What follows belongs to an exercise in optimizing a design on an open flow for small area, a short achievable clock period and few clock cycles per item; a production flow would make more cautious choices. Function was checked by simulation only, so behaviour that the tests miss may differ from the original.

== build 3 ==
## fq_muldiv32
module fq_muldiv32 (
    input  wire        clk,
    input  wire        rst,
    input  wire        in_valid,
    output wire        in_ready,
    input  wire [2:0]  fn,
    input  wire [31:0] a,
    input  wire [31:0] b,
    output reg         out_valid,
    output reg  [31:0] out_result
);
Size in the first run: about 3500 cells after synthesis, roughly 100 I/O pins.
export LEC_CHECK = 0
export CAP_MARGIN = 70
export CORE_MARGIN = 2
export CORE_UTILIZATION = 60
export SLEW_MARGIN = 70
create_clock -name core_clock -period 15.0 [get_ports {clk}]
standard.sh (not shown) runs the stock make flow with config.mk's settings and CLKGATE_MAP_FILE= SYNTH_SCRIPT=/design/flow/synth_recipe.tcl, a recipe that flattens the netlist after the stock synthesis.
==> flow/flow/run.sh <==
#!/bin/bash
# Standard layout, with Yosys's own Brent-Kung carry-lookahead for adders
# (no Kogge-Stone extra map) and the timing repair steps asked to leave
# extra setup slack.
set -euo pipefail
export SYNTH_OPERATIONS_ARGS=-no-rw-check
export SETUP_SLACK_MARGIN=9
bash standard.sh > standard_flow.log 2>&1
Build 3 | status: complete | timing, DRC, antenna: pass
Testbench counts of build 3, summed over its fixed seeds: cycles 39,819, items 12,000.
Inputs modified between build 3 and build 64:
Settings: CORE_UTILIZATION: 60 -> 40.
==> flow/flow/run.sh <==
#!/bin/bash
# Standard layout, with the timing repair steps asked to leave extra setup slack.
set -euo pipefail
export SETUP_SLACK_MARGIN=9
bash standard.sh > standard_flow.log 2>&1
Findings:
- Final area deteriorates in build 64 relative to build 3.
- Relative to build 3, the number of global-route vias before repair of build 64 is higher by 1340.
Edits applied to the flow inputs when going from build 64 to build 49:
Settings: changing CORE_UTILIZATION from 40 to 55.
==> flow/flow/run.sh <==
#!/bin/bash
# Standard layout, with Yosys's own Brent-Kung carry-lookahead for adders
# (no Kogge-Stone extra map) and the timing repair steps asked to leave
# extra setup slack.
set -euo pipefail
export SYNTH_OPERATIONS_ARGS=-no-rw-check
export SETUP_SLACK_MARGIN=9.5
bash standard.sh > standard_flow.log 2>&1
- Build 49 vs build 64, via count went down by 4.4%.
- Sequential share of layout area for build 49: 0.48 points down relative to build 64
- When the final numbers for build 49 and build 64 were put side by side, the critical path depth turned out to be greater in build 49.
- Build 49 vs. build 64: non-clock inverter count in the final layout picked up an extra 4.7%, core utilization picked up an extra 24 points.
## Diff of input files: build 72 against build 49
Settings: swapping 55 for 40 in CORE_UTILIZATION.
==> flow/flow/run.sh <==
#!/bin/bash
# Standard layout, with the timing repair steps asked to leave extra setup slack.
set -euo pipefail
export SETUP_SLACK_MARGIN=${MARGIN:-8.5}
bash standard.sh > standard_flow.log 2>&1
==> comparison <==
Area of the mapped netlist was lower in build 49 than in build 72. Looking at source-to-sink clock delay at the later pin of the worst-skew pair, build 72 sits 30 ps above build 49. Measured against each other, build 72 and build 49 differ in count of clock-buffer cells in the layout, the higher figure coming from build 72. | final RePlAce weighted congestion | lower: build 49 |. Shortest clock period the worst path allows after layout on build 72 is behind build 49. Cell count went up by a little under 10% going from build 49 to build 72. Min via count across build 72 and build 49: build 49. Compared with build 49, die width in build 72 increased by more than 10%. Compared with build 49, in build 72 setup slack at placement lost 600 ps; global-route wire length before repair picked up an extra about 3%; total track usage lost 12 points.
Here is what was changed in the inputs of build 18 compared with build 72.
==> flow/flow/run.sh <==
#!/bin/bash
# Standard layout, with Yosys's own Brent-Kung carry-lookahead for adders
# (no Kogge-Stone extra map) and the timing repair steps asked to leave
# extra setup slack.
set -euo pipefail
export SYNTH_OPERATIONS_ARGS=-no-rw-check
export SETUP_SLACK_MARGIN=9
bash standard.sh > standard_flow.log 2>&1
--- outcome ---
- Between build 72 and build 18, the number of nets produced by synthesis is higher for build 72.
- Build 72 reports its highest metal layer with signal wires as met5 while build 18 reports met4.
- Vias per cell: build 72 and build 18 compared, higher one is build 72
- Looking at worst hold slack across build 72 and build 18, the one that comes out higher is build 72.
- Build 18 against build 72; mean instance size in the synthesized netlist is up by a few percent.
- Of build 72 and build 18, the run reporting the higher met2 demand-to-capacity share in global routing was build 72.
- Going from build 72 to build 18, fraction of the mapped netlist area in compound gates decreased by 4.6 points relative to the old numbers; cell depth of the worst min-delay path decreased by 2 relative to the old numbers.

Setup of job 6910:
Starting RTL as in the previous note.
// fq_muldiv32
module fq_muldiv32 (
    input  wire        clk,
    input  wire        rst,
    input  wire        in_valid,
    output wire        in_ready,
    input  wire [2:0]  fn,
    input  wire [31:0] a,
    input  wire [31:0] b,
    output reg         out_valid,
    output reg  [31:0] out_result
);
Settings: LEC_CHECK=0, CAP_MARGIN=70, CORE_MARGIN=2, CORE_UTILIZATION=60, SLEW_MARGIN=70; clock period 15.0 ns.
run.sh (not shown) runs the stock make flow with config.mk's settings and CLKGATE_MAP_FILE= SYNTH_SCRIPT=/design/flow/synth_recipe.tcl, a recipe that flattens the netlist after the stock synthesis.
Stock flow here: none of the scripts above is used.
Job 6910 did not stop at any stage, and its layout met the timing, design-rule and antenna checks.
Testbench counts of job 6910, summed over its fixed seeds: cycles 39,819, items 12,000.
Input changes introduced in job 4375 (baseline for comparison: job 6910):
==> flow/flow/run.sh (new file) <==
#!/bin/bash
# Standard layout, with Yosys's own Brent-Kung carry-lookahead for adders
# (no Kogge-Stone extra map) and the timing repair steps asked to leave
# extra setup slack.
set -euo pipefail
export SYNTH_OPERATIONS_ARGS=-no-rw-check
export SETUP_SLACK_MARGIN=8.5
bash standard.sh > standard_flow.log 2>&1
==> flow/standard.sh (new file) <==
#!/bin/bash
# synth_recipe.tcl (not shown) runs the flow's synth.tcl, then flattens the netlist and writes it again
# the make line also repeats each setting of config.mk as NAME=value (left out here)
make -C /OpenROAD-flow-scripts/flow DESIGN_CONFIG=/design/flow/config.mk WORK_HOME=/design/flow/orfs CLKGATE_MAP_FILE= SYNTH_SCRIPT=/design/flow/synth_recipe.tcl "${@:-finish}"
diff --git a/flow/config.mk b/flow/config.mk
--- a/flow/config.mk
+++ b/flow/config.mk
@@ -8,4 +8,4 @@
 export CAP_MARGIN = 70
 export CORE_MARGIN = 2
-export CORE_UTILIZATION = 60
+export CORE_UTILIZATION = 55
 export SLEW_MARGIN = 70
removed: flow/run.sh
Results
From job 6910 to job 4375 the numbers moved as follows: first-pass GRT wire length went down by 8.2%, area growth from synthesis to final layout went down by 0.29 points, register area share after synthesis went up by 0.45 points.
Between job 6910 and job 4375, the fmax is higher for job 4375.
Summary of job 4375 over job 6910: initial antenna violation count decreased by 4 relative to the old numbers, via count now sits lower.
Changes observed in job 4375 relative to job 6910: post-CTS setup buffer count shows an increase of 1.
Input changes introduced in job 4134 (baseline for comparison: job 4375):
==> flow/flow/run.sh <==
#!/bin/bash
# Standard layout, with the timing repair steps asked to leave extra setup slack.
set -euo pipefail
export SETUP_SLACK_MARGIN=10
bash standard.sh > standard_flow.log 2>&1
diff --git a/flow/config.mk b/flow/config.mk
--- a/flow/config.mk
+++ b/flow/config.mk
@@ -8,4 +8,4 @@
 export CAP_MARGIN = 70
 export CORE_MARGIN = 2
-export CORE_UTILIZATION = 55
+export CORE_UTILIZATION = 40
 export SLEW_MARGIN = 70
--- outcome ---
On initial antenna violation count, the higher figure sits with job 4134, not job 4375.
Area share of xor/xnor cells in the synthesized design for job 4134: 1.9 points up relative to job 4375
Fraction of the mapped netlist area in compound gates for job 4134: 4.6 points up relative to job 4375
Between job 4375 and job 4134, post-layout instance area increased.
More vias were needed by job 4134 than by job 4375.
Of the two values seen for top layer used by detailed routing, met4 was produced by job 4375 and met5 by job 4134.
Re post-layout minimum cycle time: job 4375 was higher than job 4134.
Inputs modified between job 4134 and job 3151:
==> flow/flow/run.sh <==
#!/bin/bash
# Standard layout, with Yosys's own Brent-Kung carry-lookahead for adders
# (no Kogge-Stone extra map) and the timing repair steps asked to leave
# extra setup slack.
set -euo pipefail
export SYNTH_OPERATIONS_ARGS=-no-rw-check
export SETUP_SLACK_MARGIN=9
bash standard.sh > standard_flow.log 2>&1
diff --git a/flow/config.mk b/flow/config.mk
--- a/flow/config.mk
+++ b/flow/config.mk
@@ -6,6 +6,6 @@
 export NUM_CORES = 4
 export LEC_CHECK = 0
-export CAP_MARGIN = 70
+export CAP_MARGIN = 20
 export CORE_MARGIN = 2
-export CORE_UTILIZATION = 40
-export SLEW_MARGIN = 70
+export CORE_UTILIZATION = 55
+export SLEW_MARGIN = 20
## What came out
- Having completed the whole flow, job 3151 delivered a layout that passed the timing, design-rule and antenna checks.
- Diff job 4134 -> job 3151: count of non-filler cells in the finished layout decreased by 17% relative to the old numbers, critical path depth went down 8, met2 routed wirelength decreased by 17% relative to the old numbers, worst max-slew margin expressed relative to the limit dropped 36 points.
- Hold slack on job 3151 is ahead of job 4134.
- Estimated wirelength of the detail-placed design: job 3151 < job 4134
- Going from job 4134 to job 3151, area after detailed placement shrank by a little under 10%.
- Row count of distinct cell types in the synthesized netlist: job 3151 lower / job 4134 higher
- Diff job 4134 and job 3151: share of cell area taken by muxes after synthesis higher in job 3151
- The faster design of the two is job 4134; job 3151 tops out lower.

## port drivers added, routing unchanged
In the flow no input, the clock included, has a driving cell. The finished layouts below were timed again as built, in two steps.
Step 1 sets driving cells, clkbuf_16 on the clock port and buf_2 on the other inputs (assumed; they add their load-dependent delay and slew).
Step 2 moves the port delays by t, midway between the first and last clock arrival at a register: inputs arrive t later, outputs are due t later. That takes back most of the time a late clock gives input paths.
Slacks: no drivers / after step 1 / after step 2; pairs: no drivers / after step 1.
run | t, ns | slack for setup (ns) | hold slack, ns
build 3 | 0.623 | 9.043 / 9.043 / 8.591 | 0.430 / 0.430 / 0.430
build 64 | 0.648 | 8.969 / 8.969 / 8.664 | 0.492 / 0.492 / 0.492
build 49 | 0.631 | 9.116 / 9.116 / 8.922 | 0.424 / 0.424 / 0.424
build 72 | 0.653 | 8.665 / 8.665 / 8.162 | 0.458 / 0.458 / 0.458
build 18 | 0.648 | 9.047 / 9.047 / 8.525 | 0.422 / 0.422 / 0.422
job 6910 | 0.635 | 7.236 / 7.236 / 7.236 | 0.417 / 0.417 / 0.417
job 4375 | 0.627 | 8.613 / 8.613 / 8.487 | 0.446 / 0.446 / 0.446
job 4134 | 0.649 | 9.097 / 9.097 / 8.843 | 0.422 / 0.422 / 0.422
job 3151 | 0.626 | 9.056 / 9.056 / 8.500 | 0.446 / 0.446 / 0.446
After both steps setup and hold are still met in every run listed. For job 3151, which loses most, drivers alone change the setup slack by 0.000 ns; drivers and shift together by -0.556 ns.
